This design comes from an exercise in tuning for small area and a short achievable clock period on the open sky130 flow, not from production work.
No functional check of the RTL was part of any run shown here.
Power and IR drop assume default switching activity.

==> flow/design.v, too long to show whole: its modules and the start of the top module <==
// module ce_dalu: 258 lines
// module ce_dalu_mac: 910 lines
// module ce_dalu_add41: 120 lines
// module ce_dalu_add16: 99 lines
// module ce_dalu_inc16: 54 lines
// module ce_dalu_cmp16: 53 lines
module ce_dalu (
    input  wire        clk,
    input  wire        rst,          
    input  wire        ins_valid,    
    input  wire [31:0] ins,          
    input  wire [2:0]  rd_sel,       
    output wire [15:0] rd_data,
    output wire [39:0] acc,          
    output wire [4:0]  flags         
);
  // ...
==> flow/flow/run.sh <==
#!/bin/bash
# Standard layout, with these changes:
#  - synthesis: the standard synthesis script, sourcing a copy of ORFS's
#    synth.tcl whose only change is the ABC script (flow/abc.script);
#  - after synthesis, fapol.py removes inverters around full adders by
#    flipping adder polarities; the result is kept only if ABC proves it
#    equivalent to the synthesized netlist;
#  - plain buffers (not delay cells) on the ports;
#  - the resizer's timing repair asked for more setup slack than the
#    standard flow.
set -euo pipefail
W=$PWD
F=$W/flow
sed 's#^  log_cmd abc {\*}$abc_args$#  log_cmd abc -script '"$F"'/abc.script {*}[lrange $abc_args 2 end]#' \
    "$FLOW_HOME/scripts/synth.tcl" > "$W/synth_mine.tcl"
grep -q "abc.script" "$W/synth_mine.tcl"
sed 's#source $::env(SCRIPTS_DIR)/synth.tcl#source '"$W"'/synth_mine.tcl#' \
    "$W/synth_recipe.tcl" > "$W/synth_recipe_mine.tcl"
grep -q "synth_mine.tcl" "$W/synth_recipe_mine.tcl"
ARGS=(SYNTH_SCRIPT="$W/synth_recipe_mine.tcl"
      BUFFER_PORTS_ARGS="-buffer_cell sky130_fd_sc_hd__buf_2"
      SETUP_SLACK_MARGIN=10 TNS_END_PERCENT=0)
bash standard.sh "${ARGS[@]}" synth > make_synth.log 2>&1

# full-adder polarity clean-up, checked by ABC's combinational equivalence
R=$W/orfs/results/sky130hd/ce_dalu/base
LIB=$FLOW_HOME/platforms/sky130hd/lib/sky130_fd_sc_hd__tt_025C_1v80.lib
cp "$R/1_2_yosys.v" "$W/netlist_synth.v"
python3 "$F/fapol.py" "$W/netlist_synth.v" "$W/netlist_fapol.v" > fapol.log 2>&1
for n in synth fapol; do
  cat > "$W/blif_$n.ys" <<EOY
read_liberty -ignore_miss_func $LIB
read_verilog $W/netlist_$n.v
hierarchy -top ce_dalu
flatten
opt_clean
techmap
opt -fast
dfflegalize -cell \$_DFF_P_ x
write_blif $W/netlist_$n.blif
EOY
  yosys -q -s "$W/blif_$n.ys" > "yosys_blif_$n.log" 2>&1
done
yosys-abc -c "cec $W/netlist_synth.blif $W/netlist_fapol.blif" > cec.log 2>&1 || true
if grep -q "Networks are equivalent" cec.log; then
  cp "$W/netlist_fapol.v" "$R/1_2_yosys.v"
  echo "fapol netlist used" >> fapol.log
else
  echo "fapol netlist NOT used" >> fapol.log
fi
bash standard.sh "${ARGS[@]}" finish > make.log 2>&1
==> flow/flow/abc.script <==
strash
dch -f
map -D 3000
topo
stime -c
buffer -c
upsize -c -D 3000
dnsize -c -D 3000
==> flow/flow/fapol.py <==
#!/usr/bin/env python3
"""Full-adder polarity clean-up of a synthesized netlist.

A full adder is self-dual: FA(~a, ~b, ~c) = (~cout, ~sum).  Synthesis leaves
inverters between full adders (and between full adders and other logic)
wherever the polarity it picked for an adder does not match its neighbours.
This pass flips an adder (connects its inputs to the complemented nets and
complements its outputs) whenever that removes more inverters than it adds,
until no flip helps.  The function of the netlist is unchanged; registers and
all other cells are left as they are.

Usage: fapol.py in.v out.v
"""
import re
import sys
from collections import defaultdict

FA = re.compile(r"sky130_fd_sc_hd__fa_\d+$")
INV = re.compile(r"sky130_fd_sc_hd__(inv|clkinv)_\d+$")
INV_CELL = "sky130_fd_sc_hd__inv_1"


def main(src, dst):
    text = open(src).read()
    m = re.search(r"^module\s+\w+\s*\(.*?\);\n", text, re.S | re.M)
    head_end = m.end()
    end = text.rindex("endmodule")
    body = text[head_end:end]

    # split body into declarations and cell instances
    cell_re = re.compile(r"^  (sky130_fd_sc_hd__\w+)\s+(\S+)\s*\((.*?)\n  \);\n", re.S | re.M)
    decl_parts = []
    cells = {}
    order = []
    pos = 0
    for cm in cell_re.finditer(body):
        decl_parts.append(body[pos:cm.start()])
        pos = cm.end()
        typ, name, pinstxt = cm.group(1), cm.group(2), cm.group(3)
        pins = {}
        for pm in re.finditer(r"\.(\w+)\(([^()]*)\)", pinstxt):
            pins[pm.group(1)] = pm.group(2).strip()
        cells[name] = [typ, pins]
        order.append(name)
    decl_parts.append(body[pos:])
    decls = "".join(decl_parts)
    if re.search(r"^\s*assign\b", decls, re.M):
        # aliased nets: leave the netlist alone
        open(dst, "w").write(text)
        print("fapol: netlist has assign statements, unchanged")
        return

    outputs = {"X", "Y", "Q", "Q_N", "SUM", "COUT", "HI", "LO"}
    ports_out = set()
    for pm in re.finditer(r"^\s*output\s+(\[\d+:\d+\]\s*)?(\S+);", text[:head_end] + decls, re.M):
        rng, nm = pm.group(1), pm.group(2)
        if rng:
            hi, lo = map(int, re.findall(r"\d+", rng))
            for i in range(min(hi, lo), max(hi, lo) + 1):
                ports_out.add(f"{nm}[{i}]")
        else:
            ports_out.add(nm)

    driver = {}
    loads = defaultdict(set)

    def rebuild():
        driver.clear()
        loads.clear()
        for name, (typ, pins) in cells.items():
            for p, n in pins.items():
                if not n:
                    continue
                if p in outputs:
                    driver[n] = (name, p)
                else:
                    loads[n].add((name, p))

    rebuild()

    def is_inv(name):
        return INV.match(cells[name][0]) is not None

    def inv_of(n):
        """An inverter whose input is net n, if any."""
        for (c, p) in loads[n]:
            if is_inv(c) and p == "A":
                return c
        return None

    newid = [0]

    def new_net():
        newid[0] += 1
        return f"fapol_n{newid[0]}"

    def new_inv(a):
        newid[0] += 1
        name = f"fapol_i{newid[0]}"
        y = new_net()
        cells[name] = [INV_CELL, {"A": a, "Y": y}]
        order.append(name)
        driver[y] = (name, "Y")
        loads[a].add((name, "A"))
        return y

    def remove_cell(name):
        typ, pins = cells.pop(name)
        for p, n in pins.items():
            if p in outputs:
                driver.pop(n, None)
            else:
                loads[n].discard((name, p))

    def connect(cell, pin, net):
        old = cells[cell][1][pin]
        loads[old].discard((cell, pin))
        cells[cell][1][pin] = net
        loads[net].add((cell, pin))

    def flip_gain(f):
        pins = cells[f][1]
        gain = 0
        for p in ("A", "B", "CIN"):
            n = pins[p]
            d = driver.get(n)
            if d and is_inv(d[0]):
                if len(loads[n]) == 1 and n not in ports_out:
                    gain += 1
            elif inv_of(n) is None:
                gain -= 1
        for q in ("COUT", "SUM"):
            o = pins[q]
            invs = [c for (c, p) in loads[o] if is_inv(c) and p == "A"]
            others = [x for x in loads[o] if not (is_inv(x[0]) and x[1] == "A")]
            if o in ports_out:
                others.append(("<port>", ""))
            gain += len(invs)
            if others:
                gain -= 1
        return gain

    def flip(f):
        pins = cells[f][1]
        # inputs
        for p in ("A", "B", "CIN"):
            n = pins[p]
            d = driver.get(n)
            if d and is_inv(d[0]):
                src = cells[d[0]][1]["A"]
                connect(f, p, src)
                if not loads[n] and n not in ports_out:
                    remove_cell(d[0])
            else:
                i = inv_of(n)
                y = cells[i][1]["Y"] if i else new_inv(n)
                connect(f, p, y)
        # outputs: the adder now drives the complement of o
        for q in ("COUT", "SUM"):
            o = pins[q]
            invs = [c for (c, p) in list(loads[o]) if is_inv(c) and p == "A"]
            others = [x for x in loads[o] if not (is_inv(x[0]) and x[1] == "A")]
            is_port = o in ports_out
            if not invs and not others and not is_port:
                continue
            nn = new_net()
            driver.pop(o, None)
            pins[q] = nn
            driver[nn] = (f, q)
            # loads that wanted ~o take the adder's output directly
            for c in invs:
                y = cells[c][1]["Y"]
                for (lc, lp) in list(loads[y]):
                    connect(lc, lp, nn)
                if y in ports_out:
                    # keep the port net: regenerate it from nn
                    loads[o].discard((c, "A"))
                    cells[c] = ["sky130_fd_sc_hd__buf_1", {"A": nn, "X": y}]
                    loads[nn].add((c, "A"))
                    driver[y] = (c, "X")
                    continue
                remove_cell(c)
            # loads that want o get an inverter of the adder's output
            if others or is_port:
                name = f"fapol_i{newid[0] + 1}"
                newid[0] += 1
                cells[name] = [INV_CELL, {"A": nn, "Y": o}]
                order.append(name)
                driver[o] = (name, "Y")
                loads[nn].add((name, "A"))

    fas = [c for c in order if FA.match(cells[c][0])]
    ninv0 = sum(1 for c in cells if is_inv(c))
    changed = True
    rounds = 0
    nflip = 0
    while changed and rounds < 50:
        changed = False
        rounds += 1
        for f in fas:
            if flip_gain(f) > 0:
                flip(f)
                nflip += 1
                changed = True
    ninv1 = sum(1 for c in cells if is_inv(c))

    # emit
    used = set()
    for name in order:
        if name in cells:
            for n in cells[name][1].values():
                used.add(n)

    def fmt(n):
        return n + " " if n.startswith("\\") else n

    out = [text[:head_end], decls.rstrip("\n") + "\n"]
    for i in range(1, newid[0] + 1):
        if f"fapol_n{i}" in used:
            out.append(f"  wire fapol_n{i};\n")
    for name in order:
        if name not in cells:
            continue
        typ, pins = cells[name]
        pl = ",\n".join(f"    .{p}({fmt(n)})" for p, n in pins.items())
        out.append(f"  {typ} {fmt(name)} (\n{pl}\n  );\n")
    out.append(text[end:])
    open(dst, "w").write("".join(out))
    print(f"fapol: {len(fas)} full adders, {nflip} flips, inverters {ninv0} -> {ninv1}")


if __name__ == "__main__":
    main(sys.argv[1], sys.argv[2])
==> flow/standard.sh <==
#!/bin/bash
# synth_recipe.tcl (not shown) runs the flow's synth.tcl, then flattens the netlist and writes it again
# the make line also repeats each setting of config.mk as NAME=value (left out here)
make -C /OpenROAD-flow-scripts/flow DESIGN_CONFIG=/design/flow/config.mk WORK_HOME=/design/flow/orfs CLKGATE_MAP_FILE= SYNTH_SCRIPT=/design/flow/synth_recipe.tcl "${@:-finish}"
==> flow/config.mk <==
export PLATFORM = sky130hd
export DESIGN_NAME = ce_dalu
export DESIGN_NICKNAME = ce_dalu
export VERILOG_FILES = /design/flow/design.v
export SDC_FILE = /design/flow/constraint.sdc
export NUM_CORES = 8
export LEC_CHECK = 0
export ABC_AREA = 1
export CAP_MARGIN = 20
export CORE_MARGIN = 2
export CORE_UTILIZATION = 45
export CTS_BUF_LIST = sky130_fd_sc_hd__clkbuf_8
export CTS_CLUSTER_DIAMETER = 60
export CTS_CLUSTER_SIZE = 15
export SLEW_MARGIN = 20
==> flow/constraint.sdc <==
create_clock -name core_clock -period 20.0 [get_ports {clk}]
set_input_delay 4.0000 -clock core_clock [delete_from_list [all_inputs] [get_ports {clk}]]
set_output_delay 4.0000 -clock core_clock [all_outputs]
set_load 0.01 [all_outputs]
==> summary.txt, run 1 <==
CTS
  • Post-CTS Setup Inserts: 11
  • TritonCTS buffer count: 29
  • CTS resizes: 34

Power and ir drop
  • Reg power frac: 22.8%
  • Logic pwr share: 65.7%
  • Switching share of power: 56.6%
  • Seq pwr: roughly 760 uW
  • Comb. pwr: 2190 uW

Logic synthesis
  • Post-synthesis net count: 3,715
  • Cell count after synthesis: 3,402
  • Post-Syn Area per Cell: 7.81 um2

STA
  • Final hold vios: 0
  • Final TNS setup: 0 ns
  • Tcrit/Tclk final: 49.7%
  • Max Freq: 101 MHz
  • Minimum clock period after layout: 9.95 ns

Outcome
  • Status: no timing/DRC/antenna violations

Hold path
  • Hold endpoint: f_n
  • Hold Path Depth: 2

Placed design
  • Dpl cell area: 28,100 um2
  • # placed instances: roughly 4,200
  • Port Buffers: between 90 and 100
  • Placer congestion estimate: 1.10

Cells and area
  • Commonest non-fill, non-tap cells in the layout: nand2_1 (489), inv_1 (395), nor2_1 (234)
  • Comb_multi_in: around 2,600
  • Finished Cell Area: 29,700 um2
  • Max FFs per register: 41
  • Seq cells: 210
  • Number of nets in the layout: approximately 3,800

Die
  • Chip Width: between 200 and 250 um
  • Starting Density: around 45%
  • # Taps: a little under 800
  • Core Area: approximately 59,000 um2

Route
  • DRT Pass-1 Iters: 8
  • Wire length on met3: between 15,000 and 20,000 um
  • Wl on met1: 52,100 um
  • Vias: 29,095
  • Initial DRC Count: 4,775

Worst setup path
  • Crit path cell chain: buf_2, nor2_1, nand2_1, clkinv_2, a221oi_1, o2111ai_1, buf_2
  • Most used cell, CP: buf_2

Global route
  • GRT met3 Usage: 12.2%
  • GRT Util Overall: 42.9%
  • Initial antenna violation count: 4
==> inputs of run 2 (changes only) <==
--- a/flow/design.v
+++ b/flow/design.v
@@ -409,112 +409,106 @@
     wire p7_15;
     wire p7_16;
     wire p7_17;
     wire [7:0] ah;
     wire hs0;
     wire hc0;
     wire hs1;
     wire hc1;
-    wire hs2;
-    wire hc2;
     wire fs0;
     wire fc0;
-    wire hs3;
-    wire hc3;
-    wire hs4;
-    wire hc4;
-    wire hs5;
-    wire hc5;
+    wire hs2;
+    wire hc2;
     wire fs1;
     wire fc1;
-    wire hs6;
-    wire hc6;
+    wire hs3;
+    wire hc3;
     wire fs2;
     wire fc2;
-    wire hs7;
-    wire hc7;
     wire fs3;
     wire fc3;
+    wire hs4;
+    wire hc4;
     wire fs4;
     wire fc4;
-    wire hs8;
-    wire hc8;
     wire fs5;
     wire fc5;
+    wire hs5;
+    wire hc5;
     wire fs6;
     wire fc6;
-    wire hs9;
-    wire hc9;
     wire fs7;
     wire fc7;
+    wire hs6;
+    wire hc6;
     wire fs8;
     wire fc8;
     wire fs9;
     wire fc9;
     wire fs10;
     wire fc10;
     wire fs11;
     wire fc11;
     wire fs12;
     wire fc12;
+    wire hs7;
+    wire hc7;
     wire fs13;
     wire fc13;
     wire fs14;
     wire fc14;
     wire fs15;
     wire fc15;
+    wire hs8;
+    wire hc8;
     wire fs16;
     wire fc16;
+    wire hs9;
+    wire hc9;
+    wire hs10;
+    wire hc10;
+    wire hs11;
+    wire hc11;
     wire fs17;
     wire fc17;
+    wire hs12;
+    wire hc12;
     wire fs18;
     wire fc18;
+    wire hs13;
+    wire hc13;
     wire fs19;
     wire fc19;
     wire fs20;
     wire fc20;
     wire fs21;
     wire fc21;
     wire fs22;
     wire fc22;
     wire fs23;
     wire fc23;
     wire fs24;
     wire fc24;
     wire fs25;
     wire fc25;
     wire fs26;
     wire fc26;
-    wire hs10;
-    wire hc10;
     wire fs27;
     wire fc27;
     wire fs28;
     wire fc28;
     wire fs29;
     wire fc29;
-    wire hs11;
-    wire hc11;
     wire fs30;
     wire fc30;
-    wire hs12;
-    wire hc12;
-    wire hs13;
-    wire hc13;
-    wire hs14;
-    wire hc14;
     wire fs31;
     wire fc31;
-    wire hs15;
-    wire hc15;
     wire fs32;
     wire fc32;
-    wire hs16;
-    wire hc16;
     wire fs33;
     wire fc33;
     wire fs34;
     wire fc34;
     wire fs35;
     wire fc35;
     wire fs36;
     wire fc36;
@@ -535,18 +529,26 @@
     wire fs44;
     wire fc44;
     wire fs45;
     wire fc45;
     wire fs46;
     wire fc46;
     wire fs47;
     wire fc47;
+    wire hs14;
+    wire hc14;
     wire fs48;
     wire fc48;
+    wire hs15;
+    wire hc15;
+    wire hs16;
+    wire hc16;
+    wire hs17;
+    wire hc17;
     wire fs49;
     wire fc49;
     wire fs50;
     wire fc50;
     wire fs51;
     wire fc51;
     wire fs52;
     wire fc52;
@@ -579,18 +581,16 @@
     wire fs66;
     wire fc66;
     wire fs67;
     wire fc67;
     wire fs68;
     wire fc68;
     wire fs69;
     wire fc69;
-    wire hs17;
-    wire hc17;
     wire fs70;
     wire fc70;
     wire hs18;
     wire hc18;
     wire hs19;
     wire hc19;
     wire hs20;
     wire hc20;
@@ -854,248 +854,248 @@
     assign p7_11 = ((one[7] & x[11]) | (two[7] & x[10])) ^ neg[7];
     assign p7_12 = ((one[7] & x[12]) | (two[7] & x[11])) ^ neg[7];
     assign p7_13 = ((one[7] & x[13]) | (two[7] & x[12])) ^ neg[7];
     assign p7_14 = ((one[7] & x[14]) | (two[7] & x[13])) ^ neg[7];
     assign p7_15 = ((one[7] & x[15]) | (two[7] & x[14])) ^ neg[7];
     assign p7_16 = ((one[7] & x[16]) | (two[7] & x[15])) ^ neg[7];
     assign p7_17 = ~(((one[7] & x[16]) | (two[7] & x[16])) ^ neg[7]);
     assign ah = a[40:33] + 8'd255;
-    assign hs0 = p0_14 ^ p1_12;
-    assign hc0 = p0_14 & p1_12;
-    assign hs1 = p0_15 ^ p1_13;
-    assign hc1 = p0_15 & p1_13;
-    assign hs2 = p0_16 ^ p1_14;
-    assign hc2 = p0_16 & p1_14;
-    assign fs0 = 1'b1 ^ p0_17 ^ p1_15;
-    assign fc0 = (1'b1 & p0_17) | (1'b1 & p1_15) | (p0_17 & p1_15);
-    assign hs3 = 1'b1 ^ p1_16;
-    assign hc3 = 1'b1 & p1_16;
-    assign hs4 = p0_8 ^ p1_6;
-    assign hc4 = p0_8 & p1_6;
-    assign hs5 = p0_9 ^ p1_7;
-    assign hc5 = p0_9 & p1_7;
-    assign fs1 = p0_10 ^ p1_8 ^ p2_6;
-    assign fc1 = (p0_10 & p1_8) | (p0_10 & p2_6) | (p1_8 & p2_6);
-    assign hs6 = p3_4 ^ p4_2;
-    assign hc6 = p3_4 & p4_2;
-    assign fs2 = p0_11 ^ p1_9 ^ p2_7;
-    assign fc2 = (p0_11 & p1_9) | (p0_11 & p2_7) | (p1_9 & p2_7);
-    assign hs7 = p3_5 ^ p4_3;
-    assign hc7 = p3_5 & p4_3;
-    assign fs3 = p0_12 ^ p1_10 ^ p2_8;
-    assign fc3 = (p0_12 & p1_10) | (p0_12 & p2_8) | (p1_10 & p2_8);
-    assign fs4 = p3_6 ^ p4_4 ^ p5_2;
-    assign fc4 = (p3_6 & p4_4) | (p3_6 & p5_2) | (p4_4 & p5_2);
-    assign hs8 = p6_0 ^ neg[6];
-    assign hc8 = p6_0 & neg[6];
-    assign fs5 = p0_13 ^ p1_11 ^ p2_9;
-    assign fc5 = (p0_13 & p1_11) | (p0_13 & p2_9) | (p1_11 & p2_9);
-    assign fs6 = p3_7 ^ p4_5 ^ p5_3;
-    assign fc6 = (p3_7 & p4_5) | (p3_7 & p5_3) | (p4_5 & p5_3);
-    assign hs9 = p6_1 ^ a[13];
-    assign hc9 = p6_1 & a[13];
-    assign fs7 = hs0 ^ p2_10 ^ p3_8;
-    assign fc7 = (hs0 & p2_10) | (hs0 & p3_8) | (p2_10 & p3_8);
-    assign fs8 = p4_6 ^ p5_4 ^ p6_2;
-    assign fc8 = (p4_6 & p5_4) | (p4_6 & p6_2) | (p5_4 & p6_2);
-    assign fs9 = p7_0 ^ neg[7] ^ a[14];
-    assign fc9 = (p7_0 & neg[7]) | (p7_0 & a[14]) | (neg[7] & a[14]);
-    assign fs10 = hc0 ^ hs1 ^ p2_11;
-    assign fc10 = (hc0 & hs1) | (hc0 & p2_11) | (hs1 & p2_11);
-    assign fs11 = p3_9 ^ p4_7 ^ p5_5;
-    assign fc11 = (p3_9 & p4_7) | (p3_9 & p5_5) | (p4_7 & p5_5);
-    assign fs12 = p6_3 ^ p7_1 ^ a[15];
-    assign fc12 = (p6_3 & p7_1) | (p6_3 & a[15]) | (p7_1 & a[15]);
-    assign fs13 = hc1 ^ hs2 ^ p2_12;
-    assign fc13 = (hc1 & hs2) | (hc1 & p2_12) | (hs2 & p2_12);
-    assign fs14 = p3_10 ^ p4_8 ^ p5_6;
-    assign fc14 = (p3_10 & p4_8) | (p3_10 & p5_6) | (p4_8 & p5_6);
-    assign fs15 = p6_4 ^ p7_2 ^ a[16];
-    assign fc15 = (p6_4 & p7_2) | (p6_4 & a[16]) | (p7_2 & a[16]);
-    assign fs16 = hc2 ^ fs0 ^ p2_13;
-    assign fc16 = (hc2 & fs0) | (hc2 & p2_13) | (fs0 & p2_13);
-    assign fs17 = p3_11 ^ p4_9 ^ p5_7;
-    assign fc17 = (p3_11 & p4_9) | (p3_11 & p5_7) | (p4_9 & p5_7);
-    assign fs18 = p6_5 ^ p7_3 ^ a[17];
-    assign fc18 = (p6_5 & p7_3) | (p6_5 & a[17]) | (p7_3 & a[17]);
-    assign fs19 = fc0 ^ hs3 ^ p2_14;
-    assign fc19 = (fc0 & hs3) | (fc0 & p2_14) | (hs3 & p2_14);
-    assign fs20 = p3_12 ^ p4_10 ^ p5_8;
-    assign fc20 = (p3_12 & p4_10) | (p3_12 & p5_8) | (p4_10 & p5_8);
-    assign fs21 = p6_6 ^ p7_4 ^ a[18];
-    assign fc21 = (p6_6 & p7_4) | (p6_6 & a[18]) | (p7_4 & a[18]);
-    assign fs22 = hc3 ^ p1_17 ^ p2_15;
-    assign fc22 = (hc3 & p1_17) | (hc3 & p2_15) | (p1_17 & p2_15);
-    assign fs23 = p3_13 ^ p4_11 ^ p5_9;
-    assign fc23 = (p3_13 & p4_11) | (p3_13 & p5_9) | (p4_11 & p5_9);
-    assign fs24 = p6_7 ^ p7_5 ^ a[19];
-    assign fc24 = (p6_7 & p7_5) | (p6_7 & a[19]) | (p7_5 & a[19]);
-    assign fs25 = 1'b1 ^ p2_16 ^ p3_14;
-    assign fc25 = (1'b1 & p2_16) | (1'b1 & p3_14) | (p2_16 & p3_14);
-    assign fs26 = p4_12 ^ p5_10 ^ p6_8;
-    assign fc26 = (p4_12 & p5_10) | (p4_12 & p6_8) | (p5_10 & p6_8);
-    assign hs10 = p7_6 ^ a[20];
-    assign hc10 = p7_6 & a[20];
-    assign fs27 = p2_17 ^ p3_15 ^ p4_13;
-    assign fc27 = (p2_17 & p3_15) | (p2_17 & p4_13) | (p3_15 & p4_13);
-    assign fs28 = p5_11 ^ p6_9 ^ p7_7;
-    assign fc28 = (p5_11 & p6_9) | (p5_11 & p7_7) | (p6_9 & p7_7);
-    assign fs29 = 1'b1 ^ p3_16 ^ p4_14;
-    assign fc29 = (1'b1 & p3_16) | (1'b1 & p4_14) | (p3_16 & p4_14);
-    assign hs11 = p5_12 ^ p6_10;
-    assign hc11 = p5_12 & p6_10;
-    assign fs30 = p3_17 ^ p4_15 ^ p5_13;
-    assign fc30 = (p3_17 & p4_15) | (p3_17 & p5_13) | (p4_15 & p5_13);
-    assign hs12 = 1'b1 ^ p4_16;
-    assign hc12 = 1'b1 & p4_16;
-    assign hs13 = p0_4 ^ p1_2;
-    assign hc13 = p0_4 & p1_2;
-    assign hs14 = p0_5 ^ p1_3;
-    assign hc14 = p0_5 & p1_3;
-    assign fs31 = p0_6 ^ p1_4 ^ p2_2;
-    assign fc31 = (p0_6 & p1_4) | (p0_6 & p2_2) | (p1_4 & p2_2);
-    assign hs15 = p3_0 ^ neg[3];
-    assign hc15 = p3_0 & neg[3];
-    assign fs32 = p0_7 ^ p1_5 ^ p2_3;
-    assign fc32 = (p0_7 & p1_5) | (p0_7 & p2_3) | (p1_5 & p2_3);
-    assign hs16 = p3_1 ^ a[7];
-    assign hc16 = p3_1 & a[7];
-    assign fs33 = hs4 ^ p2_4 ^ p3_2;
-    assign fc33 = (hs4 & p2_4) | (hs4 & p3_2) | (p2_4 & p3_2);
-    assign fs34 = p4_0 ^ neg[4] ^ a[8];
-    assign fc34 = (p4_0 & neg[4]) | (p4_0 & a[8]) | (neg[4] & a[8]);
-    assign fs35 = hc4 ^ hs5 ^ p2_5;
-    assign fc35 = (hc4 & hs5) | (hc4 & p2_5) | (hs5 & p2_5);
-    assign fs36 = p3_3 ^ p4_1 ^ a[9];
-    assign fc36 = (p3_3 & p4_1) | (p3_3 & a[9]) | (p4_1 & a[9]);
-    assign fs37 = hc5 ^ fs1 ^ hs6;
-    assign fc37 = (hc5 & fs1) | (hc5 & hs6) | (fs1 & hs6);
-    assign fs38 = p5_0 ^ neg[5] ^ a[10];
-    assign fc38 = (p5_0 & neg[5]) | (p5_0 & a[10]) | (neg[5] & a[10]);
-    assign fs39 = fc1 ^ hc6 ^ fs2;
-    assign fc39 = (fc1 & hc6) | (fc1 & fs2) | (hc6 & fs2);
-    assign fs40 = hs7 ^ p5_1 ^ a[11];
-    assign fc40 = (hs7 & p5_1) | (hs7 & a[11]) | (p5_1 & a[11]);
-    assign fs41 = fc2 ^ hc7 ^ fs3;
-    assign fc41 = (fc2 & hc7) | (fc2 & fs3) | (hc7 & fs3);
-    assign fs42 = fs4 ^ hs8 ^ a[12];
-    assign fc42 = (fs4 & hs8) | (fs4 & a[12]) | (hs8 & a[12]);
-    assign fs43 = fc3 ^ fc4 ^ hc8;
-    assign fc43 = (fc3 & fc4) | (fc3 & hc8) | (fc4 & hc8);
-    assign fs44 = fs5 ^ fs6 ^ hs9;
-    assign fc44 = (fs5 & fs6) | (fs5 & hs9) | (fs6 & hs9);
-    assign fs45 = fc5 ^ fc6 ^ hc9;
-    assign fc45 = (fc5 & fc6) | (fc5 & hc9) | (fc6 & hc9);
-    assign fs46 = fs7 ^ fs8 ^ fs9;
-    assign fc46 = (fs7 & fs8) | (fs7 & fs9) | (fs8 & fs9);
-    assign fs47 = fc7 ^ fc8 ^ fc9;
-    assign fc47 = (fc7 & fc8) | (fc7 & fc9) | (fc8 & fc9);
-    assign fs48 = fs10 ^ fs11 ^ fs12;
-    assign fc48 = (fs10 & fs11) | (fs10 & fs12) | (fs11 & fs12);
-    assign fs49 = fc10 ^ fc11 ^ fc12;
-    assign fc49 = (fc10 & fc11) | (fc10 & fc12) | (fc11 & fc12);
-    assign fs50 = fs13 ^ fs14 ^ fs15;
-    assign fc50 = (fs13 & fs14) | (fs13 & fs15) | (fs14 & fs15);
-    assign fs51 = fc13 ^ fc14 ^ fc15;
-    assign fc51 = (fc13 & fc14) | (fc13 & fc15) | (fc14 & fc15);
-    assign fs52 = fs16 ^ fs17 ^ fs18;
-    assign fc52 = (fs16 & fs17) | (fs16 & fs18) | (fs17 & fs18);
-    assign fs53 = fc16 ^ fc17 ^ fc18;
-    assign fc53 = (fc16 & fc17) | (fc16 & fc18) | (fc17 & fc18);
-    assign fs54 = fs19 ^ fs20 ^ fs21;
-    assign fc54 = (fs19 & fs20) | (fs19 & fs21) | (fs20 & fs21);
-    assign fs55 = fc19 ^ fc20 ^ fc21;
-    assign fc55 = (fc19 & fc20) | (fc19 & fc21) | (fc20 & fc21);
-    assign fs56 = fs22 ^ fs23 ^ fs24;
-    assign fc56 = (fs22 & fs23) | (fs22 & fs24) | (fs23 & fs24);
-    assign fs57 = fc22 ^ fc23 ^ fc24;
-    assign fc57 = (fc22 & fc23) | (fc22 & fc24) | (fc23 & fc24);
-    assign fs58 = fs25 ^ fs26 ^ hs10;
-    assign fc58 = (fs25 & fs26) | (fs25 & hs10) | (fs26 & hs10);
-    assign fs59 = fc25 ^ fc26 ^ hc10;
-    assign fc59 = (fc25 & fc26) | (fc25 & hc10) | (fc26 & hc10);
-    assign fs60 = fs27 ^ fs28 ^ a[21];
-    assign fc60 = (fs27 & fs28) | (fs27 & a[21]) | (fs28 & a[21]);
-    assign fs61 = fc27 ^ fc28 ^ fs29;
-    assign fc61 = (fc27 & fc28) | (fc27 & fs29) | (fc28 & fs29);
-    assign fs62 = hs11 ^ p7_8 ^ a[22];
-    assign fc62 = (hs11 & p7_8) | (hs11 & a[22]) | (p7_8 & a[22]);
-    assign fs63 = fc29 ^ hc11 ^ fs30;
-    assign fc63 = (fc29 & hc11) | (fc29 & fs30) | (hc11 & fs30);
-    assign fs64 = p6_11 ^ p7_9 ^ a[23];
-    assign fc64 = (p6_11 & p7_9) | (p6_11 & a[23]) | (p7_9 & a[23]);
-    assign fs65 = fc30 ^ hs12 ^ p5_14;
-    assign fc65 = (fc30 & hs12) | (fc30 & p5_14) | (hs12 & p5_14);
-    assign fs66 = p6_12 ^ p7_10 ^ a[24];
-    assign fc66 = (p6_12 & p7_10) | (p6_12 & a[24]) | (p7_10 & a[24]);
-    assign fs67 = hc12 ^ p4_17 ^ p5_15;
-    assign fc67 = (hc12 & p4_17) | (hc12 & p5_15) | (p4_17 & p5_15);
-    assign fs68 = p6_13 ^ p7_11 ^ a[25];
-    assign fc68 = (p6_13 & p7_11) | (p6_13 & a[25]) | (p7_11 & a[25]);
-    assign fs69 = 1'b1 ^ p5_16 ^ p6_14;
-    assign fc69 = (1'b1 & p5_16) | (1'b1 & p6_14) | (p5_16 & p6_14);
-    assign hs17 = p7_12 ^ a[26];
-    assign hc17 = p7_12 & a[26];
-    assign fs70 = p5_17 ^ p6_15 ^ p7_13;
-    assign fc70 = (p5_17 & p6_15) | (p5_17 & p7_13) | (p6_15 & p7_13);
+    assign hs0 = p0_10 ^ p1_8;
+    assign hc0 = p0_10 & p1_8;
+    assign hs1 = p0_11 ^ p1_9;
+    assign hc1 = p0_11 & p1_9;
+    assign fs0 = p0_12 ^ p1_10 ^ p2_8;
+    assign fc0 = (p0_12 & p1_10) | (p0_12 & p2_8) | (p1_10 & p2_8);
+    assign hs2 = p3_6 ^ p4_4;
+    assign hc2 = p3_6 & p4_4;
+    assign fs1 = p0_13 ^ p1_11 ^ p2_9;
+    assign fc1 = (p0_13 & p1_11) | (p0_13 & p2_9) | (p1_11 & p2_9);
+    assign hs3 = p3_7 ^ p4_5;
+    assign hc3 = p3_7 & p4_5;
+    assign fs2 = p0_14 ^ p1_12 ^ p2_10;
+    assign fc2 = (p0_14 & p1_12) | (p0_14 & p2_10) | (p1_12 & p2_10);
+    assign fs3 = p3_8 ^ p4_6 ^ p5_4;
+    assign fc3 = (p3_8 & p4_6) | (p3_8 & p5_4) | (p4_6 & p5_4);
+    assign hs4 = p6_2 ^ p7_0;
+    assign hc4 = p6_2 & p7_0;
+    assign fs4 = p0_15 ^ p1_13 ^ p2_11;
+    assign fc4 = (p0_15 & p1_13) | (p0_15 & p2_11) | (p1_13 & p2_11);
+    assign fs5 = p3_9 ^ p4_7 ^ p5_5;
+    assign fc5 = (p3_9 & p4_7) | (p3_9 & p5_5) | (p4_7 & p5_5);
+    assign hs5 = p6_3 ^ p7_1;
+    assign hc5 = p6_3 & p7_1;
+    assign fs6 = p0_16 ^ p1_14 ^ p2_12;
+    assign fc6 = (p0_16 & p1_14) | (p0_16 & p2_12) | (p1_14 & p2_12);
+    assign fs7 = p3_10 ^ p4_8 ^ p5_6;
+    assign fc7 = (p3_10 & p4_8) | (p3_10 & p5_6) | (p4_8 & p5_6);
+    assign hs6 = p6_4 ^ p7_2;
+    assign hc6 = p6_4 & p7_2;
+    assign fs8 = 1'b1 ^ p0_17 ^ p1_15;
+    assign fc8 = (1'b1 & p0_17) | (1'b1 & p1_15) | (p0_17 & p1_15);
+    assign fs9 = p2_13 ^ p3_11 ^ p4_9;
+    assign fc9 = (p2_13 & p3_11) | (p2_13 & p4_9) | (p3_11 & p4_9);
+    assign fs10 = p5_7 ^ p6_5 ^ p7_3;
+    assign fc10 = (p5_7 & p6_5) | (p5_7 & p7_3) | (p6_5 & p7_3);
+    assign fs11 = 1'b1 ^ p1_16 ^ p2_14;
+    assign fc11 = (1'b1 & p1_16) | (1'b1 & p2_14) | (p1_16 & p2_14);
+    assign fs12 = p3_12 ^ p4_10 ^ p5_8;
+    assign fc12 = (p3_12 & p4_10) | (p3_12 & p5_8) | (p4_10 & p5_8);
+    assign hs7 = p6_6 ^ p7_4;
+    assign hc7 = p6_6 & p7_4;
+    assign fs13 = p1_17 ^ p2_15 ^ p3_13;
+    assign fc13 = (p1_17 & p2_15) | (p1_17 & p3_13) | (p2_15 & p3_13);
+    assign fs14 = p4_11 ^ p5_9 ^ p6_7;
+    assign fc14 = (p4_11 & p5_9) | (p4_11 & p6_7) | (p5_9 & p6_7);
+    assign fs15 = 1'b1 ^ p2_16 ^ p3_14;
+    assign fc15 = (1'b1 & p2_16) | (1'b1 & p3_14) | (p2_16 & p3_14);
+    assign hs8 = p4_12 ^ p5_10;
+    assign hc8 = p4_12 & p5_10;
+    assign fs16 = p2_17 ^ p3_15 ^ p4_13;
+    assign fc16 = (p2_17 & p3_15) | (p2_17 & p4_13) | (p3_15 & p4_13);
+    assign hs9 = 1'b1 ^ p3_16;
+    assign hc9 = 1'b1 & p3_16;
+    assign hs10 = p0_6 ^ p1_4;
+    assign hc10 = p0_6 & p1_4;
+    assign hs11 = p0_7 ^ p1_5;
+    assign hc11 = p0_7 & p1_5;
+    assign fs17 = p0_8 ^ p1_6 ^ p2_4;
+    assign fc17 = (p0_8 & p1_6) | (p0_8 & p2_4) | (p1_6 & p2_4);
+    assign hs12 = p3_2 ^ p4_0;
+    assign hc12 = p3_2 & p4_0;
+    assign fs18 = p0_9 ^ p1_7 ^ p2_5;
+    assign fc18 = (p0_9 & p1_7) | (p0_9 & p2_5) | (p1_7 & p2_5);
+    assign hs13 = p3_3 ^ p4_1;
+    assign hc13 = p3_3 & p4_1;
+    assign fs19 = hs0 ^ p2_6 ^ p3_4;
+    assign fc19 = (hs0 & p2_6) | (hs0 & p3_4) | (p2_6 & p3_4);
+    assign fs20 = p4_2 ^ p5_0 ^ neg[5];
+    assign fc20 = (p4_2 & p5_0) | (p4_2 & neg[5]) | (p5_0 & neg[5]);
+    assign fs21 = hc0 ^ hs1 ^ p2_7;
+    assign fc21 = (hc0 & hs1) | (hc0 & p2_7) | (hs1 & p2_7);
+    assign fs22 = p3_5 ^ p4_3 ^ p5_1;
+    assign fc22 = (p3_5 & p4_3) | (p3_5 & p5_1) | (p4_3 & p5_1);
+    assign fs23 = hc1 ^ fs0 ^ hs2;
+    assign fc23 = (hc1 & fs0) | (hc1 & hs2) | (fs0 & hs2);
+    assign fs24 = p5_2 ^ p6_0 ^ neg[6];
+    assign fc24 = (p5_2 & p6_0) | (p5_2 & neg[6]) | (p6_0 & neg[6]);
+    assign fs25 = fc0 ^ hc2 ^ fs1;
+    assign fc25 = (fc0 & hc2) | (fc0 & fs1) | (hc2 & fs1);
+    assign fs26 = hs3 ^ p5_3 ^ p6_1;
+    assign fc26 = (hs3 & p5_3) | (hs3 & p6_1) | (p5_3 & p6_1);
+    assign fs27 = fc1 ^ hc3 ^ fs2;
+    assign fc27 = (fc1 & hc3) | (fc1 & fs2) | (hc3 & fs2);
+    assign fs28 = fs3 ^ hs4 ^ neg[7];
+    assign fc28 = (fs3 & hs4) | (fs3 & neg[7]) | (hs4 & neg[7]);
+    assign fs29 = fc2 ^ fc3 ^ hc4;
+    assign fc29 = (fc2 & fc3) | (fc2 & hc4) | (fc3 & hc4);
+    assign fs30 = fs4 ^ fs5 ^ hs5;
+    assign fc30 = (fs4 & fs5) | (fs4 & hs5) | (fs5 & hs5);
+    assign fs31 = fc4 ^ fc5 ^ hc5;
+    assign fc31 = (fc4 & fc5) | (fc4 & hc5) | (fc5 & hc5);
+    assign fs32 = fs6 ^ fs7 ^ hs6;
+    assign fc32 = (fs6 & fs7) | (fs6 & hs6) | (fs7 & hs6);
+    assign fs33 = fc6 ^ fc7 ^ hc6;
+    assign fc33 = (fc6 & fc7) | (fc6 & hc6) | (fc7 & hc6);
+    assign fs34 = fs8 ^ fs9 ^ fs10;
+    assign fc34 = (fs8 & fs9) | (fs8 & fs10) | (fs9 & fs10);
+    assign fs35 = fc8 ^ fc9 ^ fc10;
+    assign fc35 = (fc8 & fc9) | (fc8 & fc10) | (fc9 & fc10);
+    assign fs36 = fs11 ^ fs12 ^ hs7;
+    assign fc36 = (fs11 & fs12) | (fs11 & hs7) | (fs12 & hs7);
+    assign fs37 = fc11 ^ fc12 ^ hc7;
+    assign fc37 = (fc11 & fc12) | (fc11 & hc7) | (fc12 & hc7);
+    assign fs38 = fs13 ^ fs14 ^ p7_5;
+    assign fc38 = (fs13 & fs14) | (fs13 & p7_5) | (fs14 & p7_5);
+    assign fs39 = fc13 ^ fc14 ^ fs15;
+    assign fc39 = (fc13 & fc14) | (fc13 & fs15) | (fc14 & fs15);
+    assign fs40 = hs8 ^ p6_8 ^ p7_6;
+    assign fc40 = (hs8 & p6_8) | (hs8 & p7_6) | (p6_8 & p7_6);
+    assign fs41 = fc15 ^ hc8 ^ fs16;
+    assign fc41 = (fc15 & hc8) | (fc15 & fs16) | (hc8 & fs16);
+    assign fs42 = p5_11 ^ p6_9 ^ p7_7;
+    assign fc42 = (p5_11 & p6_9) | (p5_11 & p7_7) | (p6_9 & p7_7);
+    assign fs43 = fc16 ^ hs9 ^ p4_14;
+    assign fc43 = (fc16 & hs9) | (fc16 & p4_14) | (hs9 & p4_14);
+    assign fs44 = p5_12 ^ p6_10 ^ p7_8;
+    assign fc44 = (p5_12 & p6_10) | (p5_12 & p7_8) | (p6_10 & p7_8);
+    assign fs45 = hc9 ^ p3_17 ^ p4_15;
+    assign fc45 = (hc9 & p3_17) | (hc9 & p4_15) | (p3_17 & p4_15);
+    assign fs46 = p5_13 ^ p6_11 ^ p7_9;
+    assign fc46 = (p5_13 & p6_11) | (p5_13 & p7_9) | (p6_11 & p7_9);
+    assign fs47 = 1'b1 ^ p4_16 ^ p5_14;
+    assign fc47 = (1'b1 & p4_16) | (1'b1 & p5_14) | (p4_16 & p5_14);
+    assign hs14 = p6_12 ^ p7_10;
+    assign hc14 = p6_12 & p7_10;
+    assign fs48 = p4_17 ^ p5_15 ^ p6_13;
+    assign fc48 = (p4_17 & p5_15) | (p4_17 & p6_13) | (p5_15 & p6_13);
+    assign hs15 = 1'b1 ^ p5_16;
+    assign hc15 = 1'b1 & p5_16;
+    assign hs16 = p0_4 ^ p1_2;
+    assign hc16 = p0_4 & p1_2;
+    assign hs17 = p0_5 ^ p1_3;
+    assign hc17 = p0_5 & p1_3;
+    assign fs49 = hs10 ^ p2_2 ^ p3_0;
+    assign fc49 = (hs10 & p2_2) | (hs10 & p3_0) | (p2_2 & p3_0);
+    assign fs50 = hc10 ^ hs11 ^ p2_3;
+    assign fc50 = (hc10 & hs11) | (hc10 & p2_3) | (hs11 & p2_3);
+    assign fs51 = hc11 ^ fs17 ^ hs12;
+    assign fc51 = (hc11 & fs17) | (hc11 & hs12) | (fs17 & hs12);
+    assign fs52 = fc17 ^ hc12 ^ fs18;
+    assign fc52 = (fc17 & hc12) | (fc17 & fs18) | (hc12 & fs18);
+    assign fs53 = fc18 ^ hc13 ^ fs19;
+    assign fc53 = (fc18 & hc13) | (fc18 & fs19) | (hc13 & fs19);
+    assign fs54 = fc19 ^ fc20 ^ fs21;
+    assign fc54 = (fc19 & fc20) | (fc19 & fs21) | (fc20 & fs21);
+    assign fs55 = fc21 ^ fc22 ^ fs23;
+    assign fc55 = (fc21 & fc22) | (fc21 & fs23) | (fc22 & fs23);
+    assign fs56 = fc23 ^ fc24 ^ fs25;
+    assign fc56 = (fc23 & fc24) | (fc23 & fs25) | (fc24 & fs25);
+    assign fs57 = fc25 ^ fc26 ^ fs27;
+    assign fc57 = (fc25 & fc26) | (fc25 & fs27) | (fc26 & fs27);
+    assign fs58 = fc27 ^ fc28 ^ fs29;
+    assign fc58 = (fc27 & fc28) | (fc27 & fs29) | (fc28 & fs29);
+    assign fs59 = fc29 ^ fc30 ^ fs31;
+    assign fc59 = (fc29 & fc30) | (fc29 & fs31) | (fc30 & fs31);
+    assign fs60 = fc31 ^ fc32 ^ fs33;
+    assign fc60 = (fc31 & fc32) | (fc31 & fs33) | (fc32 & fs33);
+    assign fs61 = fc33 ^ fc34 ^ fs35;
+    assign fc61 = (fc33 & fc34) | (fc33 & fs35) | (fc34 & fs35);
+    assign fs62 = fc35 ^ fc36 ^ fs37;
+    assign fc62 = (fc35 & fc36) | (fc35 & fs37) | (fc36 & fs37);
+    assign fs63 = fc37 ^ fc38 ^ fs39;
+    assign fc63 = (fc37 & fc38) | (fc37 & fs39) | (fc38 & fs39);
+    assign fs64 = fc39 ^ fc40 ^ fs41;
+    assign fc64 = (fc39 & fc40) | (fc39 & fs41) | (fc40 & fs41);
+    assign fs65 = fc41 ^ fc42 ^ fs43;
+    assign fc65 = (fc41 & fc42) | (fc41 & fs43) | (fc42 & fs43);
+    assign fs66 = fc43 ^ fc44 ^ fs45;
+    assign fc66 = (fc43 & fc44) | (fc43 & fs45) | (fc44 & fs45);
+    assign fs67 = fc45 ^ fc46 ^ fs47;
+    assign fc67 = (fc45 & fc46) | (fc45 & fs47) | (fc46 & fs47);
+    assign fs68 = fc47 ^ hc14 ^ fs48;
+    assign fc68 = (fc47 & hc14) | (fc47 & fs48) | (hc14 & fs48);
+    assign fs69 = fc48 ^ hs15 ^ p6_14;
+    assign fc69 = (fc48 & hs15) | (fc48 & p6_14) | (hs15 & p6_14);
+    assign fs70 = hc15 ^ p5_17 ^ p6_15;
+    assign fc70 = (hc15 & p5_17) | (hc15 & p6_15) | (p5_17 & p6_15);
     assign hs18 = 1'b1 ^ p6_16;
     assign hc18 = 1'b1 & p6_16;
     assign hs19 = p0_2 ^ p1_0;
     assign hc19 = p0_2 & p1_0;
     assign hs20 = p0_3 ^ p1_1;
     assign hc20 = p0_3 & p1_1;
-    assign fs71 = hs13 ^ p2_0 ^ neg[2];
-    assign fc71 = (hs13 & p2_0) | (hs13 & neg[2]) | (p2_0 & neg[2]);
-    assign fs72 = hc13 ^ hs14 ^ p2_1;
-    assign fc72 = (hc13 & hs14) | (hc13 & p2_1) | (hs14 & p2_1);
-    assign fs73 = hc14 ^ fs31 ^ hs15;
-    assign fc73 = (hc14 & fs31) | (hc14 & hs15) | (fs31 & hs15);
-    assign fs74 = fc31 ^ hc15 ^ fs32;
-    assign fc74 = (fc31 & hc15) | (fc31 & fs32) | (hc15 & fs32);
-    assign fs75 = fc32 ^ hc16 ^ fs33;
-    assign fc75 = (fc32 & hc16) | (fc32 & fs33) | (hc16 & fs33);
-    assign fs76 = fc33 ^ fc34 ^ fs35;
-    assign fc76 = (fc33 & fc34) | (fc33 & fs35) | (fc34 & fs35);
-    assign fs77 = fc35 ^ fc36 ^ fs37;
-    assign fc77 = (fc35 & fc36) | (fc35 & fs37) | (fc36 & fs37);
-    assign fs78 = fc37 ^ fc38 ^ fs39;
-    assign fc78 = (fc37 & fc38) | (fc37 & fs39) | (fc38 & fs39);
-    assign fs79 = fc39 ^ fc40 ^ fs41;
-    assign fc79 = (fc39 & fc40) | (fc39 & fs41) | (fc40 & fs41);
-    assign fs80 = fc41 ^ fc42 ^ fs43;
-    assign fc80 = (fc41 & fc42) | (fc41 & fs43) | (fc42 & fs43);
-    assign fs81 = fc43 ^ fc44 ^ fs45;
-    assign fc81 = (fc43 & fc44) | (fc43 & fs45) | (fc44 & fs45);
-    assign fs82 = fc45 ^ fc46 ^ fs47;
-    assign fc82 = (fc45 & fc46) | (fc45 & fs47) | (fc46 & fs47);
-    assign fs83 = fc47 ^ fc48 ^ fs49;
-    assign fc83 = (fc47 & fc48) | (fc47 & fs49) | (fc48 & fs49);
-    assign fs84 = fc49 ^ fc50 ^ fs51;
-    assign fc84 = (fc49 & fc50) | (fc49 & fs51) | (fc50 & fs51);
-    assign fs85 = fc51 ^ fc52 ^ fs53;
-    assign fc85 = (fc51 & fc52) | (fc51 & fs53) | (fc52 & fs53);
-    assign fs86 = fc53 ^ fc54 ^ fs55;
-    assign fc86 = (fc53 & fc54) | (fc53 & fs55) | (fc54 & fs55);
-    assign fs87 = fc55 ^ fc56 ^ fs57;
-    assign fc87 = (fc55 & fc56) | (fc55 & fs57) | (fc56 & fs57);
-    assign fs88 = fc57 ^ fc58 ^ fs59;
-    assign fc88 = (fc57 & fc58) | (fc57 & fs59) | (fc58 & fs59);
-    assign fs89 = fc59 ^ fc60 ^ fs61;
-    assign fc89 = (fc59 & fc60) | (fc59 & fs61) | (fc60 & fs61);
-    assign fs90 = fc61 ^ fc62 ^ fs63;
-    assign fc90 = (fc61 & fc62) | (fc61 & fs63) | (fc62 & fs63);
-    assign fs91 = fc63 ^ fc64 ^ fs65;
-    assign fc91 = (fc63 & fc64) | (fc63 & fs65) | (fc64 & fs65);
-    assign fs92 = fc65 ^ fc66 ^ fs67;
-    assign fc92 = (fc65 & fc66) | (fc65 & fs67) | (fc66 & fs67);
-    assign fs93 = fc67 ^ fc68 ^ fs69;
-    assign fc93 = (fc67 & fc68) | (fc67 & fs69) | (fc68 & fs69);
-    assign fs94 = fc69 ^ hc17 ^ fs70;
-    assign fc94 = (fc69 & hc17) | (fc69 & fs70) | (hc17 & fs70);
+    assign fs71 = hs16 ^ p2_0 ^ neg[2];
+    assign fc71 = (hs16 & p2_0) | (hs16 & neg[2]) | (p2_0 & neg[2]);
+    assign fs72 = hc16 ^ hs17 ^ p2_1;
+    assign fc72 = (hc16 & hs17) | (hc16 & p2_1) | (hs17 & p2_1);
+    assign fs73 = hc17 ^ fs49 ^ neg[3];
+    assign fc73 = (hc17 & fs49) | (hc17 & neg[3]) | (fs49 & neg[3]);
+    assign fs74 = fc49 ^ fs50 ^ p3_1;
+    assign fc74 = (fc49 & fs50) | (fc49 & p3_1) | (fs50 & p3_1);
+    assign fs75 = fc50 ^ fs51 ^ neg[4];
+    assign fc75 = (fc50 & fs51) | (fc50 & neg[4]) | (fs51 & neg[4]);
+    assign fs76 = fc51 ^ fs52 ^ hs13;
+    assign fc76 = (fc51 & fs52) | (fc51 & hs13) | (fs52 & hs13);
+    assign fs77 = fc52 ^ fs53 ^ fs20;
+    assign fc77 = (fc52 & fs53) | (fc52 & fs20) | (fs53 & fs20);
+    assign fs78 = fc53 ^ fs54 ^ fs22;
+    assign fc78 = (fc53 & fs54) | (fc53 & fs22) | (fs54 & fs22);
+    assign fs79 = fc54 ^ fs55 ^ fs24;
+    assign fc79 = (fc54 & fs55) | (fc54 & fs24) | (fs55 & fs24);
+    assign fs80 = fc55 ^ fs56 ^ fs26;
+    assign fc80 = (fc55 & fs56) | (fc55 & fs26) | (fs56 & fs26);
+    assign fs81 = fc56 ^ fs57 ^ fs28;
+    assign fc81 = (fc56 & fs57) | (fc56 & fs28) | (fs57 & fs28);
+    assign fs82 = fc57 ^ fs58 ^ fs30;
+    assign fc82 = (fc57 & fs58) | (fc57 & fs30) | (fs58 & fs30);
+    assign fs83 = fc58 ^ fs59 ^ fs32;
+    assign fc83 = (fc58 & fs59) | (fc58 & fs32) | (fs59 & fs32);
+    assign fs84 = fc59 ^ fs60 ^ fs34;
+    assign fc84 = (fc59 & fs60) | (fc59 & fs34) | (fs60 & fs34);
+    assign fs85 = fc60 ^ fs61 ^ fs36;
+    assign fc85 = (fc60 & fs61) | (fc60 & fs36) | (fs61 & fs36);
+    assign fs86 = fc61 ^ fs62 ^ fs38;
+    assign fc86 = (fc61 & fs62) | (fc61 & fs38) | (fs62 & fs38);
+    assign fs87 = fc62 ^ fs63 ^ fs40;
+    assign fc87 = (fc62 & fs63) | (fc62 & fs40) | (fs63 & fs40);
+    assign fs88 = fc63 ^ fs64 ^ fs42;
+    assign fc88 = (fc63 & fs64) | (fc63 & fs42) | (fs64 & fs42);
+    assign fs89 = fc64 ^ fs65 ^ fs44;
+    assign fc89 = (fc64 & fs65) | (fc64 & fs44) | (fs65 & fs44);
+    assign fs90 = fc65 ^ fs66 ^ fs46;
+    assign fc90 = (fc65 & fs66) | (fc65 & fs46) | (fs66 & fs46);
+    assign fs91 = fc66 ^ fs67 ^ hs14;
+    assign fc91 = (fc66 & fs67) | (fc66 & hs14) | (fs67 & hs14);
+    assign fs92 = fc67 ^ fs68 ^ p7_11;
+    assign fc92 = (fc67 & fs68) | (fc67 & p7_11) | (fs68 & p7_11);
+    assign fs93 = fc68 ^ fs69 ^ p7_12;
+    assign fc93 = (fc68 & fs69) | (fc68 & p7_12) | (fs69 & p7_12);
+    assign fs94 = fc69 ^ fs70 ^ p7_13;
+    assign fc94 = (fc69 & fs70) | (fc69 & p7_13) | (fs70 & p7_13);
     assign fs95 = fc70 ^ hs18 ^ p7_14;
     assign fc95 = (fc70 & hs18) | (fc70 & p7_14) | (hs18 & p7_14);
     assign fs96 = hc18 ^ p6_17 ^ p7_15;
     assign fc96 = (hc18 & p6_17) | (hc18 & p7_15) | (p6_17 & p7_15);
     assign hs21 = 1'b1 ^ p7_16;
     assign hc21 = 1'b1 & p7_16;
     assign hs22 = p0_0 ^ neg[0];
     assign hc22 = p0_0 & neg[0];
@@ -1106,56 +1106,56 @@
     assign fs98 = hc19 ^ hs20 ^ a[3];
     assign fc98 = (hc19 & hs20) | (hc19 & a[3]) | (hs20 & a[3]);
     assign fs99 = hc20 ^ fs71 ^ a[4];
     assign fc99 = (hc20 & fs71) | (hc20 & a[4]) | (fs71 & a[4]);
     assign fs100 = fc71 ^ fs72 ^ a[5];
     assign fc100 = (fc71 & fs72) | (fc71 & a[5]) | (fs72 & a[5]);
     assign fs101 = fc72 ^ fs73 ^ a[6];
     assign fc101 = (fc72 & fs73) | (fc72 & a[6]) | (fs73 & a[6]);
-    assign fs102 = fc73 ^ fs74 ^ hs16;
-    assign fc102 = (fc73 & fs74) | (fc73 & hs16) | (fs74 & hs16);
-    assign fs103 = fc74 ^ fs75 ^ fs34;
-    assign fc103 = (fc74 & fs75) | (fc74 & fs34) | (fs75 & fs34);
-    assign fs104 = fc75 ^ fs76 ^ fs36;
-    assign fc104 = (fc75 & fs76) | (fc75 & fs36) | (fs76 & fs36);
-    assign fs105 = fc76 ^ fs77 ^ fs38;
-    assign fc105 = (fc76 & fs77) | (fc76 & fs38) | (fs77 & fs38);
-    assign fs106 = fc77 ^ fs78 ^ fs40;
-    assign fc106 = (fc77 & fs78) | (fc77 & fs40) | (fs78 & fs40);
-    assign fs107 = fc78 ^ fs79 ^ fs42;
-    assign fc107 = (fc78 & fs79) | (fc78 & fs42) | (fs79 & fs42);
-    assign fs108 = fc79 ^ fs80 ^ fs44;
-    assign fc108 = (fc79 & fs80) | (fc79 & fs44) | (fs80 & fs44);
-    assign fs109 = fc80 ^ fs81 ^ fs46;
-    assign fc109 = (fc80 & fs81) | (fc80 & fs46) | (fs81 & fs46);
-    assign fs110 = fc81 ^ fs82 ^ fs48;
-    assign fc110 = (fc81 & fs82) | (fc81 & fs48) | (fs82 & fs48);
-    assign fs111 = fc82 ^ fs83 ^ fs50;
-    assign fc111 = (fc82 & fs83) | (fc82 & fs50) | (fs83 & fs50);
-    assign fs112 = fc83 ^ fs84 ^ fs52;
-    assign fc112 = (fc83 & fs84) | (fc83 & fs52) | (fs84 & fs52);
-    assign fs113 = fc84 ^ fs85 ^ fs54;
-    assign fc113 = (fc84 & fs85) | (fc84 & fs54) | (fs85 & fs54);
-    assign fs114 = fc85 ^ fs86 ^ fs56;
-    assign fc114 = (fc85 & fs86) | (fc85 & fs56) | (fs86 & fs56);
-    assign fs115 = fc86 ^ fs87 ^ fs58;
-    assign fc115 = (fc86 & fs87) | (fc86 & fs58) | (fs87 & fs58);
-    assign fs116 = fc87 ^ fs88 ^ fs60;
-    assign fc116 = (fc87 & fs88) | (fc87 & fs60) | (fs88 & fs60);
-    assign fs117 = fc88 ^ fs89 ^ fs62;
-    assign fc117 = (fc88 & fs89) | (fc88 & fs62) | (fs89 & fs62);
-    assign fs118 = fc89 ^ fs90 ^ fs64;
-    assign fc118 = (fc89 & fs90) | (fc89 & fs64) | (fs90 & fs64);
-    assign fs119 = fc90 ^ fs91 ^ fs66;
-    assign fc119 = (fc90 & fs91) | (fc90 & fs66) | (fs91 & fs66);
-    assign fs120 = fc91 ^ fs92 ^ fs68;
-    assign fc120 = (fc91 & fs92) | (fc91 & fs68) | (fs92 & fs68);
-    assign fs121 = fc92 ^ fs93 ^ hs17;
-    assign fc121 = (fc92 & fs93) | (fc92 & hs17) | (fs93 & hs17);
+    assign fs102 = fc73 ^ fs74 ^ a[7];
+    assign fc102 = (fc73 & fs74) | (fc73 & a[7]) | (fs74 & a[7]);
+    assign fs103 = fc74 ^ fs75 ^ a[8];
+    assign fc103 = (fc74 & fs75) | (fc74 & a[8]) | (fs75 & a[8]);
+    assign fs104 = fc75 ^ fs76 ^ a[9];
+    assign fc104 = (fc75 & fs76) | (fc75 & a[9]) | (fs76 & a[9]);
+    assign fs105 = fc76 ^ fs77 ^ a[10];
+    assign fc105 = (fc76 & fs77) | (fc76 & a[10]) | (fs77 & a[10]);
+    assign fs106 = fc77 ^ fs78 ^ a[11];
+    assign fc106 = (fc77 & fs78) | (fc77 & a[11]) | (fs78 & a[11]);
+    assign fs107 = fc78 ^ fs79 ^ a[12];
+    assign fc107 = (fc78 & fs79) | (fc78 & a[12]) | (fs79 & a[12]);
+    assign fs108 = fc79 ^ fs80 ^ a[13];
+    assign fc108 = (fc79 & fs80) | (fc79 & a[13]) | (fs80 & a[13]);
+    assign fs109 = fc80 ^ fs81 ^ a[14];
+    assign fc109 = (fc80 & fs81) | (fc80 & a[14]) | (fs81 & a[14]);
+    assign fs110 = fc81 ^ fs82 ^ a[15];
+    assign fc110 = (fc81 & fs82) | (fc81 & a[15]) | (fs82 & a[15]);
+    assign fs111 = fc82 ^ fs83 ^ a[16];
+    assign fc111 = (fc82 & fs83) | (fc82 & a[16]) | (fs83 & a[16]);
+    assign fs112 = fc83 ^ fs84 ^ a[17];
+    assign fc112 = (fc83 & fs84) | (fc83 & a[17]) | (fs84 & a[17]);
+    assign fs113 = fc84 ^ fs85 ^ a[18];
+    assign fc113 = (fc84 & fs85) | (fc84 & a[18]) | (fs85 & a[18]);
+    assign fs114 = fc85 ^ fs86 ^ a[19];
+    assign fc114 = (fc85 & fs86) | (fc85 & a[19]) | (fs86 & a[19]);
+    assign fs115 = fc86 ^ fs87 ^ a[20];
+    assign fc115 = (fc86 & fs87) | (fc86 & a[20]) | (fs87 & a[20]);
+    assign fs116 = fc87 ^ fs88 ^ a[21];
+    assign fc116 = (fc87 & fs88) | (fc87 & a[21]) | (fs88 & a[21]);
+    assign fs117 = fc88 ^ fs89 ^ a[22];
+    assign fc117 = (fc88 & fs89) | (fc88 & a[22]) | (fs89 & a[22]);
+    assign fs118 = fc89 ^ fs90 ^ a[23];
+    assign fc118 = (fc89 & fs90) | (fc89 & a[23]) | (fs90 & a[23]);
+    assign fs119 = fc90 ^ fs91 ^ a[24];
+    assign fc119 = (fc90 & fs91) | (fc90 & a[24]) | (fs91 & a[24]);
+    assign fs120 = fc91 ^ fs92 ^ a[25];
+    assign fc120 = (fc91 & fs92) | (fc91 & a[25]) | (fs92 & a[25]);
+    assign fs121 = fc92 ^ fs93 ^ a[26];
+    assign fc121 = (fc92 & fs93) | (fc92 & a[26]) | (fs93 & a[26]);
     assign fs122 = fc93 ^ fs94 ^ a[27];
     assign fc122 = (fc93 & fs94) | (fc93 & a[27]) | (fs94 & a[27]);
     assign fs123 = fc94 ^ fs95 ^ a[28];
     assign fc123 = (fc94 & fs95) | (fc94 & a[28]) | (fs95 & a[28]);
     assign fs124 = fc95 ^ fs96 ^ a[29];
     assign fc124 = (fc95 & fs96) | (fc95 & a[29]) | (fs96 & a[29]);
     assign fs125 = fc96 ^ hs21 ^ a[30];
     assign fc125 = (fc96 & hs21) | (fc96 & a[30]) | (hs21 & a[30]);
==> run 2 against run 1 <==
Against the previous run:
- hold slack worse by 0.0034 ns
- cell area grew 0.39%
- die area increased by 1.3%
- register-to-register slack got worse by 0.08 ns
- final cell count fell by 0.51%
- sequential power fell by 24%
- non-clock buffer count fell by 17
- utilization shrank 0.089 points
- critical endpoint is now rd_data[14]
- largest cell class unchanged
- largest power group unchanged
==> summary.txt, run 2 <==
Route
  • Vias per std cell: slightly below 7
  • Initial DRC Count: 4,613 (-3.4%)
  • DRT Pass-1 Iters: 9 (+1)
  • Remaining DRCs: 0
  • DR WL/cell: 31.4 um
  • Vias: 29,190 (+0.33%)
  • Routed WL: 134,000 um
  • Post-DRT Antenna Nets: 0

Hold path
  • Hold_sp: f_n
  • Hold WC Path Type: register to register
  • Hold endpoint: f_n
  • Hold Path Depth: 2 (unchanged)

Logic synthesis
  • Post-synthesis net count: 3,720 (+0.13%)
  • Post-synthesis cell area: 26,900 um2
  • Cell count after synthesis: 3,406 (+0.12%)
  • Ys Warns: 1
  • Post-Syn Area per Cell: 7.90 um2 (+1.2%)

Worst setup path
  • Reg-to-reg startpoint: cs_s[0]
  • Crit-path max FO: 10
  • Startpoint types: input port
  • Crit Path Class: input port to output port
  • CP max-delay cell: inv_1
  • Crit-path max cell delay: 0.30 ns
  • Arrival @ worst endpoint: 5.93 ns
  • Worst Path Required: 16.00 ns
  • Crit path cell chain: buf_2, inv_1, nor3_1, buf_4, inv_1, o22ai_1, a221oi_1, o21ai_0, a21oi_1, o221ai_1, buf_2
  • Worst R2R Setup Slack: 10.74 ns
  • Worst setup EP type: output port
  • RR Endpoint: f_v
  • FF-to-FF path depth: 54

CTS
  • TritonCTS clock tree: done
  • Cts hold-fix bufs: 0
  • Skew-Pair Late Insertion Delay: 0.65 ns
  • Clk sink count: 210
  • Max Buffers Root-to-Sink: 3
  • Root Driver: clkbuf_8
  • Worst-path clk slew: 0.09 ns
  • TritonCTS buffer count: 23 (-21%)
  • CTS HTree Levels: 1

Power and ir drop
  • Worst VDD drop: 0.0777 mV
  • Pleak: ~0.013 uW
  • Power Dens Cells: 77.6 nW/um2

Die
  • Io pins: 99
  • Starting Density: 45.6% (+0.35 points)
  • Cell row count: 89
  • Core Area: 59,000 um2 (+0.57%)
  • Full die area: around 60,000 um2
  • DIE HEIGHT: 249 um
  • Chip Width: 249 um (+0.66%)

STA
  • Worst Tran Pin Value: 1.20 ns
  • Final max-slew violation count: 0
  • Tcrit/Tclk final: 49.7% (-0.091 points)
  • Minimum clock period after layout: 9.93 ns (-0.0181 ns)
  • Final TNS setup: 0 ns (unchanged)
  • Rel. slew slack: 19.3%
  • Max Freq: 101 MHz (+0.18%)
  • Clock skew: 0.0430 ns
  • Final setup vio count: 0
  • RSZ-0062 raised after global routing: true
  • Final hold vios: 0 (unchanged)

Cells and area
  • Commonest non-fill, non-tap cells in the layout: nand2_1 (458), inv_1 (427), nor2_1 (218)
  • Number of nets in the layout: 3,787 (-0.39%)
  • Fill count: roughly 5,700
  • Reg with most FFs: cs_s
  • Layout overhead on the synthesized area: 10.6%
  • Max FFs per register: 41 (unchanged)
  • Layout cells sized above 1: ~16%
  • Largest regs: cs_s: 41 flops, cs_c: 34 flops
  • Post-Layout Cell Count: 4,263
  • Most common cell after layout, fill and taps aside: nand2_1

Outcome
  • Status: no timing/DRC/antenna violations

Global route
  • GRT Util Overall: 41.5% (-1.4 points)
  • Initial antenna violation count: 2 (-2)
  • Vias in the first global route: between 20,000 and 30,000
  • Largest net degree at the start of global routing: 76
  • First-pass GRT wire length: 191,000 um
  • Grt total ovfl: 0

Placed design
  • Placer congestion estimate: 1.09 (-1.5%)
  • DP HPWL: around 100,000 um
  • # placed instances: 4,170 (-0.38%)
  • Port Buffers: 98 (unchanged)

Job
  • Max_cap viols: 0
[run 2: layout make-up]
class                           count  area, um2  area share (%)
Antenna cell                        4       10.0          0.0336
Clock buffer                       23        317            1.06
Clock inverter                     15        135           0.454
Inverter                          479       1860            6.25
Multi-Input combinational cell   2528      18700            62.8
Sequential cell                   210       6240            20.9
Tap cell                          773        967            3.25
Timing Repair Buffer              231       1550            5.21
[run 2: metal layers]
layer  track usage, %  up-vias  part of all wire [%]
met2             60.8     2360                    41
met3             11.5      500                    14
met1             55.9    14093                    38
met5                0        -                     0
li1                 -    12237                     -
met4             21.2        0                   6.6
[run 2: through the flow]
step	setup WS, ns	power, uW	instance area [um2]	utilization, %	hold slack, ns
floorplan	10.07	1360	26900	-	0.445
global placement	7.26	1870	28200	47.8	0.467
detailed placement	7.21	1880	28200	47.8	0.466
CTS	9.87	2200	29100	49.4	0.479
global route	9.93	2390	29800	50.4	0.504
finish	10.07	2310	29800	50.4	0.482
[run 2: power breakdown]
part,internal [uW],switching (uW),total [uW]
Sequential,543,37.9,581
Combinational,404,1020,1430
Clock,116,186,302
[run 2: how the worst max path moves through the flow]
| stage | endpoint | cells past startpoint | from | slack, ns |
|---|---|---|---|---|
| after CTS | f_z | 44 | ins[18] | 9.87 |
| final | rd_data[14] | 11 | rd_sel[1] | 10.07 |
| after global placement | d0[14] | 37 | ins[21] | 7.26 |
| after global routing | flags[1] | 28 | cs_s[0] | 9.93 |
| after detailed placement | d4[9] | 36 | ins[21] | 7.21 |
| after floorplan | f_n | 41 | ins[20] | 10.07 |
[run 2: critical path, delay by kind of cell]
family	cells	cell delay, ns
buffers and inverters	5	0.97
AOI/OAI and AO/OA	5	0.89
and+or+nand+nor	1	0.06
[run 2: repair_timing]
action	in CTS	in global routing
pin swaps	10	23
gates cloned	1	1
setup buffers	26	23
gates resized for setup	57	111
setup endpoints to repair	159	137

## afterwards: timing with drivers on the ports
Ports are ideal in the flow. The routed layouts listed here were re-timed in OpenROAD. Step 1, drivers: a clkbuf_16 drives clk and a buf_2 each remaining input, both assumed. Step 2 also shifts input and output timing later by t, the mid clock arrival at the registers, as if the neighbouring blocks saw the same clock. Three values: ideal, step 1, step 2; two values: the first two.
| run | t, ns | setup slack, ns | slew at the worst register clock pin (ns) |
|---|---|---|---|
| run 1 | 0.745 | 10.051 / 9.998 / 9.331 | 0.10 / 0.10 |
| run 2 | 0.696 | 10.069 / 10.050 / 9.481 | 0.10 / 0.10 |
After both steps every run listed still meets setup and hold. For run 1, which loses most, drivers alone change the setup slack by -0.053 ns; drivers and shift together by -0.720 ns.
